Background: an optimization exercise with open tools, aiming at small area and a short achievable clock period. Do not read the settings as production practice. RTL that was checked went through simulation tests only; none was proved equivalent to the original. Function not checked in runs 2 and 3: the RTL went through the layout flow alone. Power and IR drop assume default switching activity.

## flow/design.v (module list and top-level ports; edited modules follow where they fit)
// module adc_correct: 1804 lines
module adc_correct (
    input  wire        clk,
    input  wire        rst,           
    input  wire        cfg_we,
    input  wire [4:0]  cfg_addr,      
    input  wire [31:0] cfg_wdata,
    input  wire        swap,          
    output wire        active_half,
    input  wire        in_valid,
    input  wire [15:0] in_code,
    output reg         out_valid,
    output reg  [23:0] out_sample,
    output reg         out_sat
);
  // ...
==> flow/flow/run.sh <==
#!/bin/bash
# The standard layout (standard.sh, unchanged synthesis) with two changes to
# how the layout is optimised; the constraints and clock are the standard flow's own:
#  - repair_timing keeps 16.4 ns of extra setup slack (sizes for a ~6 ns period)
#  - the port buffers are buf_4 cells instead of the resizer's default pick
set -euo pipefail
cd "$(dirname "$0")/.."
bash standard.sh SETUP_SLACK_MARGIN=16.4 "BUFFER_PORTS_ARGS=-buffer_cell sky130_fd_sc_hd__buf_4" finish > standard_flow.log 2>&1
==> flow/standard.sh <==
#!/bin/bash
# synth_recipe.tcl (not shown) runs the flow's synth.tcl, then flattens the netlist and writes it again
# the make line also repeats each setting of config.mk as NAME=value (left out here)
make -C /OpenROAD-flow-scripts/flow DESIGN_CONFIG=/design/flow/config.mk WORK_HOME=/design/flow/orfs CLKGATE_MAP_FILE= SYNTH_SCRIPT=/design/flow/synth_recipe.tcl "${@:-finish}"
==> flow/config.mk <==
export PLATFORM = sky130hd
export DESIGN_NAME = adc_correct
export DESIGN_NICKNAME = adc_correct
export VERILOG_FILES = /design/flow/design.v
export SDC_FILE = /design/flow/constraint.sdc
export NUM_CORES = 4
export LEC_CHECK = 0
export CAP_MARGIN = 20
export CORE_MARGIN = 2
export CORE_UTILIZATION = 40
export CTS_CLUSTER_DIAMETER = 80
export CTS_CLUSTER_SIZE = 30
export SLEW_MARGIN = 20
==> flow/constraint.sdc <==
create_clock -name core_clock -period 22.0 [get_ports {clk}]
set_input_delay 4.4000 -clock core_clock [delete_from_list [all_inputs] [get_ports {clk}]]
set_output_delay 4.4000 -clock core_clock [all_outputs]
set_load 0.01 [all_outputs]
==> results.py, run 1 <==
metrics = {
    "logic_synthesis": {
        "syn-cell-area_um2": 70370,
        "synth_top_area_share": 0.4779,
        "synth_nets": 5716,
        "async_flop_share": 0,
        "synth_seq_area_share": 0.5869,
        "yosysWarnings": 3,
        "synth_simple_gate_area_share": 0.04388,
    },
    "worst_setup_path": {
        "reg2reg_depth": 18,
        "crit_path_start_kind": "register",
        "crit_type": "reg -> out",
        "path_delay_family": "flip-flops",
    },
    "timing": {
        "max_freq_mhz": 178.5,
        "final.setup.tns_ns": 0,
    },
    "placed_design": {
        "dp_worst_setup_slack_ns": 16.11,
        "port_buffers": 84,
    },
    "layout": {
        "stdcell_area_um2": 76630,
        "final_util": 0.4394,
        "dominant_cells": "registers",
    },
    "drt": {
        "drcViolationCount": 0,
        "drtIter0Drc": 5399,
        "top_layer": "met5",
    },
    "clocking": {
        "cts_setup_buffers": 1,
        "holdBufCountCts": 0,
    },
    "power": {
        "power_mw": 6.411,
        "pwr-share-comb": 0.236,
    },
    "status": {
        "status": "complete, no violations",
    },
    "floorplan": {
        "fp.dieH_um": 423.4,
    },
    "min_path": {
        "min_to": "d_rail$_DFF_P_",
    },
    "global_route": {
        "use_met3": 0.04393,
    },
}
==> run 2, diff against run 1 <==
--- a/flow/design.v
+++ b/flow/design.v
@@ -72,44 +72,42 @@
     generate
         for (gi = 0; gi < 16; gi = gi + 1) begin : g_lin
             always @(posedge clk) begin
                 if (wl0[gi]) lin_t0[gi] <= w_data;
                 if (wl1[gi]) lin_t1[gi] <= w_data;
             end
         end
     endgenerate
-    reg        a1_valid;
-    reg [15:0] a1_code;
-    reg        a1_hn;                 
-    always @(posedge clk) begin
-        a1_valid <= ~rst & in_valid;
-        a1_code  <= in_code;
-        a1_hn    <= half_n;
-    end
-    wire [3:0]  q_a1 = {~a1_code[15], a1_code[14:12]};
-    wire [15:0] qd_a1;
+    wire [3:0]  q_in = {~in_code[15], in_code[14:12]};
+    wire [15:0] qd_in;
     generate
         for (gi = 0; gi < 16; gi = gi + 1) begin : g_qdec
-            assign qd_a1[gi] = (q_a1 == gi);
+            assign qd_in[gi] = (q_in == gi);
         end
     endgenerate
+    wire [15:0] lin_idn0 = lin_id0 & ~wl0;
+    wire [15:0] lin_idn1 = lin_id1 & ~wl1;
+    wire        ofs_idn0 = ofs_id0 & ~wo0;
+    wire        ofs_idn1 = ofs_id1 & ~wo1;
+    wire        gain_idn0 = gain_id0 & ~wg0;
+    wire        gain_idn1 = gain_id1 & ~wg1;
     reg        a_valid;
     reg [15:0] a_code;
     reg [15:0] a_lsel0, a_lsel1;      
     reg [1:0]  a_osel, a_gsel;        
     reg        a_gid;                 
     always @(posedge clk) begin
-        a_valid <= ~rst & a1_valid;
-        a_code  <= a1_code;
-        a_lsel0 <= qd_a1 & {16{a1_hn}}  & ~lin_id0;
-        a_lsel1 <= qd_a1 & {16{~a1_hn}} & ~lin_id1;
-        a_osel  <= {~a1_hn & ~ofs_id1, a1_hn & ~ofs_id0};
-        a_gsel  <= {~a1_hn & ~gain_id1, a1_hn & ~gain_id0};
-        a_gid   <= a1_hn ? gain_id0 : gain_id1;
+        a_valid <= ~rst & in_valid;
+        a_code  <= in_code;
+        a_lsel0 <= qd_in & {16{half_n}}  & ~lin_idn0;
+        a_lsel1 <= qd_in & {16{~half_n}} & ~lin_idn1;
+        a_osel  <= {~half_n & ~ofs_idn1, half_n & ~ofs_idn0};
+        a_gsel  <= {~half_n & ~gain_idn1, half_n & ~gain_idn0};
+        a_gid   <= half_n ? gain_idn0 : gain_idn1;
     end
     reg  [31:0] lin;
     integer k;
     always @(*) begin
         lin = 32'd0;
         for (k = 0; k < 16; k = k + 1)
             lin = lin | ({32{a_lsel0[k]}} & lin_t0[k]) | ({32{a_lsel1[k]}} & lin_t1[k]);
     end
==> results.py, run 2 <==
metrics = {
    "drt": {
        "drtPass1Iterations": 6,
        "drtAntennaViolNets": 0,
        "wl_mm": 213.3,
        "via_per_inst": 5.910,
        "post_drt_wl_per_cell_um": 28.66,
        "vias": 43990,
        "drcViolationCount": 0,
        "drtIter0Drc": 5455,
    },
    "placed_design": {
        "dp.final_hpwl_mm": 125.0,
        "gp_congestion": 0.8748,
        "placed_cell_area_um2": 73790,
        "port_buffers": 84,
        "dp_cells": 7298,
    },
    "global_route": {
        "antenna_found_initial": 7,
        "grt_pass1_vias": 43580,
        "grt_max_degree": 54,
        "grt_pass1_wl_mm": 305.2,
        "overflow": 0,
        "gr-usage-all-layers": 0.2333,
    },
    "logic_synthesis": {
        "synthesis.instances": 5074,
        "synth_seq_area_share": 0.5850,
        "synth_nets": 5669,
        "async_flop_share": 0,
        "synth_edf_count": 1120,
        "avgSynthCellArea_um2": 13.80,
        "synth_most_common_cell": "edfxtp_1",
        "ys.flop_type": "edfxtp_1",
        "synth_top_area_share": 0.4803,
        "syn-cell-area_um2": 70020,
        "synth-seq-cells": 1486,
        "synth_cell_types": 62,
        "synth_common_cells": "edfxtp_1 (1120), a22oi_1 (767), inv_1 (373)",
        "synth_top_cell_by_area": "edfxtp_1",
        "synthTopCellsByArea": "edfxtp_1 (48%), dfxtp_1 (10%), fa_1 (10%), a22oi_1 (8.2%), xor2_1 (3.6%)",
        "yosysWarnings": 3,
    },
    "worst_setup_path": {
        "worst-path-buf-inv": 1,
        "crit_path_start_kind": "register",
        "required_ns": 17.60,
        "reg2reg_depth": 18,
        "crit_arrival_ns": 1.17,
        "rr_startpoint": "b_u_one1$_DFF_P_",
        "crit_type": "reg -> out",
        "path_max_fanout": 2,
        "path_delay_family": "flip-flops",
        "reg2reg_to": "c_y[23]$_DFF_P_",
        "reg2reg_slack_ns": 16.59,
        "critPathCaptureType": "output port",
        "worstPathCellList": "buf_6",
        "cpPeakStageDelay_ns": 0.34,
        "slowest_stage": "dfxtp_2",
    },
    "layout": {
        "fillers": 15730,
        "final_util": 0.4394,
        "reg.largest.list": "lin_t0: 512 flops, lin_t1: 512 flops, w_data: 32 flops",
        "register_area_um2": 41100,
        "stdcell_area_um2": 76390,
        "layout_commonest_cell": "edfxtp_1",
        "drive_gt1_frac": 0.09928,
        "multiInputGateArea_um2": 26670,
        "fin_nets": 5658,
        "diodes": 0,
        "final_cell_mix": "edfxtp_1 (1120), a22oi_1 (755), inv_1 (371), fa_1 (361), dfxtp_1 (300)",
        "instances_no_fill": 7442,
        "area_delta_synth_final_pct": 9.094,
    },
    "floorplan": {
        "fp.dieArea_um2": 178400,
        "ios": 85,
        "fp.dieH_um": 422.4,
        "num_rows": 153,
        "core_um2": 173800,
        "die_x_um": 422.4,
        "start_util": 0.4028,
    },
    "clocking": {
        "ctsLongestPathBuffers": 3,
        "cts_tree": "done",
        "cts.sinks": 1486,
        "htreeDepth": 3,
        "cts_root_buf": "clkbuf_16",
        "numCtsBuffers": 66,
        "cts.clk_slew.worst_paths_ns": 0.11,
        "insertion_delay_ns": 0.74,
    },
    "timing": {
        "worst_pin_slew_ns": 1.041,
        "rsz0062_at_grt": "yes",
        "finClkSkew_ns": 0.07636,
        "report.final.slew_viol_count": 0,
        "final.setup.tns_ns": 0,
        "setup_viol": 0,
        "relSlewSlack": 0.3007,
        "hold_violations": 0,
        "period_needed_ns": 5.574,
        "period_share": 0.2534,
        "max_freq_mhz": 179.4,
    },
    "status": {
        "status": "complete, no violations",
    },
    "power": {
        "peakVddDrop_mv": 0.07517,
        "p_leak_nw": 26.06,
        "p_per_area_nw_per_um2": 83.91,
    },
    "min_path": {
        "min_from": "c_rail$_DFF_P_",
        "hold_depth": 0,
        "min_to": "d_rail$_DFF_P_",
        "hold_class": "reg -> reg",
    },
    "flow_run": {
        "max_cap_viol_count": 0,
    },
}
[run 2: cell types whose count changed after synthesis, sizes merged, moves of 6 or more]
cell    change
a21o       +39
nor3       -32
and3       +26
o21ai      -25
dfxtp      -17
nor2       -16
inv        -12
and2       +10
buf         -9
o21a        -9
nor2b       +8
clkbuf      +6
nand3       +6
xnor2       +6
[run 2: cells by family (layout without fill, tap and decap cells)]
logic type                 Yosys count  after routing  share of synthesized area
xor gates and xnor gates           509            509                    0.06367
and+or+nand+nor                    550            550                    0.04326
buffers and inverters              730            773                    0.03922
DFF                               1486           1486                     0.5850
muxes                               10             10                   0.001465
adders and majority gates          537            537                     0.1347
AOI/OAI and AO/OA                 1252           1252                     0.1327
[run 2: metal layers]
metal / track usage / vias to the layer above / share of wire
li1: - / 18660 / -
met1: 0.3015 / 22640 / 0.38
met2: 0.3946 / 2226 / 0.48
met3: 0.03960 / 453 / 0.091
met4: 0.08339 / 4 / 0.041
met5: 0 / - / 0.000094
[run 2: cell type report]
type,count,area share
repair buffers,277,0.02755
flip-flops and latches,1486,0.5380
well taps,2325,0.03808
multi-input cells,2858,0.3492
clock inverters,19,0.004357
clock buffers,103,0.02441
inverters,374,0.01838
[run 2: power by group]
part	internal (mW)	switching, mW
sequential	3.14	0.0578
clock	0.634	0.910
combinational	0.648	1.02
[run 2: repair_timing]
| action | in CTS | in global routing |
|---|---|---|
| pin swaps | 5 | 7 |
| hold buffers | 0 | 0 |
| setup endpoints to repair | 14 | 11 |
| buffers inserted | 0 | 22 |
| gates resized for setup | 48 | 31 |
[run 2: worst reg2reg max path: stages (launching register included)]
cell	delay [ns]
dfxtp_4	0.42
a22oi_2	0.23
xor2_1	0.23
fa_1	0.45
fa_1	0.55
fa_1	0.44
fa_1	0.49
inv_1	0.06
ha_4	0.26
a21oi_1	0.16
o21ai_0	0.12
or4_1	0.50
o21ba_4	0.24
o22ai_4	0.23
o2111ai_4	0.19
a211oi_4	0.29
o21bai_1	0.14
a21oi_1	0.17
xnor2_1	0.13
[run 2: how the worst max path moves through the flow]
stage                       from               to  slack (ns)  cells after the start
2_1_floorplan   b_u_neg4$_DFF_P_  c_y[17]$_DFF_P_       16.40                     19
3_3_place_gp    b_u_neg2$_DFF_P_  c_y[17]$_DFF_P_       16.00                     19
3_5_place_dp    b_u_neg2$_DFF_P_  c_y[17]$_DFF_P_       15.99                     19
4_1_cts        half$_SDFFE_PP0P_      active_half       16.37                      1
5_1_grt         b_u_one0$_DFF_P_  c_y[23]$_DFF_P_       16.38                     20
6_report       half$_SDFFE_PP0P_      active_half       16.43                      1
[run 2: through the flow]
step	hold slack, ns	worst slack [ns]	power (mW)
6_report	0.3418	16.43	6.410
3_3_place_gp	0.3148	16.00	4.876
4_1_cts	0.3445	16.37	6.413
5_1_grt	0.3467	16.38	6.714
3_5_place_dp	0.3191	15.99	4.893
2_1_floorplan	0.3096	16.40	4.414
==> run 3, diff against run 2 <==
--- a/flow/config.mk
+++ b/flow/config.mk
@@ -9,3 +9,3 @@
 export CORE_MARGIN = 2
-export CORE_UTILIZATION = 40
+export CORE_UTILIZATION = 52
 export CTS_CLUSTER_DIAMETER = 80
==> results.py, run 3 <==
metrics = {
    "clocking": {
        "cts.clk_slew.worst_paths_ns": 0.11,
        "cts_tree": "done",
        "numCtsBuffers": 71,
        "ctsLongestPathBuffers": 3,
        "cts_root_buf": "clkbuf_16",
        "htreeDepth": 3,
        "holdBufCountCts": 0,
        "insertion_delay_ns": 0.72,
        "cts.sinks": 1486,
    },
    "drt": {
        "post_drt_wl_per_cell_um": 31.06,
        "wl_mm": 213.3,
        "drtAntennaViolNets": 0,
        "drtIter0Drc": 5310,
        "drtPass1Iterations": 6,
        "via_per_inst": 6.433,
        "vias": 44190,
        "drcViolationCount": 0,
    },
    "worst_setup_path": {
        "path_delay_family": "flip-flops",
        "crit_arrival_ns": 1.18,
        "crit_type": "reg -> out",
        "crit_path_start_kind": "register",
        "slowest_stage": "dfxtp_2",
        "path_max_fanout": 2,
        "worstPathCellList": "buf_6",
        "required_ns": 17.60,
        "worst-path-buf-inv": 1,
        "cpPeakStageDelay_ns": 0.36,
        "critPathCaptureType": "output port",
    },
    "timing": {
        "report.final.slew_viol_count": 0,
        "period_share": 0.2536,
        "hold_violations": 0,
        "rsz0062_at_grt": "yes",
        "period_needed_ns": 5.580,
        "worst_pin_slew_ns": 1.053,
        "max_freq_mhz": 179.2,
        "final.setup.tns_ns": 0,
        "hold_ws_ns": 0.3291,
        "finClkSkew_ns": 0.05822,
        "relSlewSlack": 0.2924,
        "setup_viol": 0,
    },
    "placed_design": {
        "dp_cells": 6729,
        "port_buffers": 84,
        "gp_congestion": 0.8312,
        "dp.final_hpwl_mm": 124.4,
    },
    "flow_run": {
        "max_cap_viol_count": 0,
    },
    "logic_synthesis": {
        "yosysWarnings": 3,
        "synth_edf_count": 1120,
        "synth_top_area_share": 0.4803,
        "synth-seq-cells": 1486,
        "syn-cell-area_um2": 70020,
        "synth_seq_area_share": 0.5850,
        "avgSynthCellArea_um2": 13.80,
        "synth_most_common_cell": "edfxtp_1",
        "synth_cell_types": 62,
        "synth_top_cell_by_area": "edfxtp_1",
        "synthTopCellsByArea": "edfxtp_1 (48%), dfxtp_1 (10%), fa_1 (10%), a22oi_1 (8.2%), xor2_1 (3.6%)",
        "ys.flop_type": "edfxtp_1",
        "synth_nets": 5669,
        "synth_common_cells": "edfxtp_1 (1120), a22oi_1 (767), inv_1 (373)",
        "synthesis.instances": 5074,
        "async_flop_share": 0,
    },
    "global_route": {
        "antenna_found_initial": 7,
        "overflow": 0,
        "grt_max_degree": 54,
        "grt_pass1_vias": 43300,
        "grt_pass1_wl_mm": 306.2,
        "gr-usage-all-layers": 0.3097,
    },
    "floorplan": {
        "die_x_um": 370.9,
        "fp.dieArea_um2": 137600,
        "num_rows": 134,
        "start_util": 0.5240,
        "core_um2": 133600,
        "ios": 85,
        "fp.dieH_um": 370.9,
    },
    "layout": {
        "reg.largest.list": "lin_t0: 512 flops, lin_t1: 512 flops, w_data: 32 flops",
        "instances_no_fill": 6869,
        "fin_nets": 5638,
        "final_cell_mix": "edfxtp_1 (1120), a22oi_1 (760), inv_1 (371), fa_1 (361), dfxtp_1 (294)",
        "layout_commonest_cell": "edfxtp_1",
        "drive_gt1_frac": 0.09865,
        "area_delta_synth_final_pct": 8.136,
        "fillers": 10880,
    },
    "status": {
        "status": "complete, no violations",
    },
    "power": {
        "p_per_area_nw_per_um2": 85.80,
        "p_leak_nw": 26.06,
        "peakVddDrop_mv": 0.05835,
        "power_mw": 6.496,
    },
    "min_path": {
        "hold_class": "reg -> reg",
    },
}
==> run 3: cell counts after synthesis <==
Identical to the previous run, type by type.
==> run 3: cell type report <==
cell class / count / area [µm²] / area share
tap: 1768 / 2212 / 0.02922
timing repair buffer: 252 / 1926 / 0.02543
multi-input combinational: 2858 / 26630 / 0.3517
antenna: 2 / 5.005 / 0.00006610
sequential: 1486 / 41100 / 0.5428
clock buffer: 97 / 1958 / 0.02586
inverter: 374 / 1404 / 0.01854
clock inverter: 32 / 480.5 / 0.006346
==> run 3: what timing repair did <==
item	4_1_cts	5_1_grt
pin swaps	5	7
buffers inserted	3	6
setup endpoints to repair	16	19
gates resized for setup	54	29
==> run 3: kinds of logic after synthesis <==
| group | after synthesis | synth area share |
|---|---|---|
| and+or+nand+nor | 550 | 0.04326 |
| xor gates and xnor gates | 509 | 0.06367 |
| DFF | 1486 | 0.5850 |
| muxes | 10 | 0.001465 |
| AOI/OAI and AO/OA | 1252 | 0.1327 |
| adders and majority gates | 537 | 0.1347 |
| buffers and inverters | 730 | 0.03922 |
==> run 3: final timing paths <==
check                    startpoint              end  slack, ns  cells after the start
setup reg to reg   b_u_one0$_DFF_P_  c_y[17]$_DFF_P_      16.54                     20
setup / recovery  half$_SDFFE_PP0P_      active_half      16.42                      1
hold / removal       c_rail$_DFF_P_   d_rail$_DFF_P_       0.33                      0
hold reg to reg      c_rail$_DFF_P_   d_rail$_DFF_P_       0.33                      0
==> run 3: where the power goes <==
| group | internal (mW) | total, mW | switching, mW |
|---|---|---|---|
| logic | 0.647 | 1.66 | 1.01 |
| registers | 3.14 | 3.21 | 0.0680 |
| clock network | 0.681 | 1.63 | 0.946 |
==> run 3: stage by stage <==
stage                     worst slack (ns)  utilization  area, µm²
final                                16.42       0.5666      75720
after global routing                 16.34       0.5666      75710
after CTS                            16.38       0.5654      75560
after detailed placement             15.94       0.5462      72990
after global placement               16.08       0.5462      72990
after floorplan                      16.40            -      70020
==> run 3: layer usage <==
| metal | GRT usage | wire length [µm] | up-vias |
|---|---|---|---|
| li1 | - | - | 18630 |
| met1 | 0.4067 | 81290 | 22720 |
| met2 | 0.5208 | 103900 | 2371 |
| met3 | 0.04906 | 19090 | 462 |
| met4 | 0.1145 | 8977 | 8 |
| met5 | 0 | 59 | - |

[port drivers added, routing unchanged]
The flow's constraints put no driver on any port. The routed layouts listed below were extracted and timed again, unchanged, in two steps.
Step 1 assumes that a clkbuf_16 drives the clock port and a buf_2 every other input.
Step 2 also shifts input and output timing later by t, the mid clock arrival at the registers, as if the neighbouring blocks saw the same clock.
Three values: ideal, step 1, step 2; two values: the first two.
| run | shift t [ns] | slack for setup (ns) | hold WS [ns] | worst setup path after step 2 | pins driven straight from the clock port |
|---|---|---|---|---|---|
| run 1 | 0.797 | 16.399 / 16.305 / 16.667 | 0.335 / 0.335 / 0.335 | register to register | 1 |
| run 2 | 0.790 | 16.426 / 16.333 / 16.530 | 0.342 / 0.342 / 0.342 | input to register | 1 |
| run 3 | 0.776 | 16.420 / 16.340 / 16.479 | 0.329 / 0.329 / 0.329 | input to register | 1 |
After both steps every run listed still meets setup and hold.
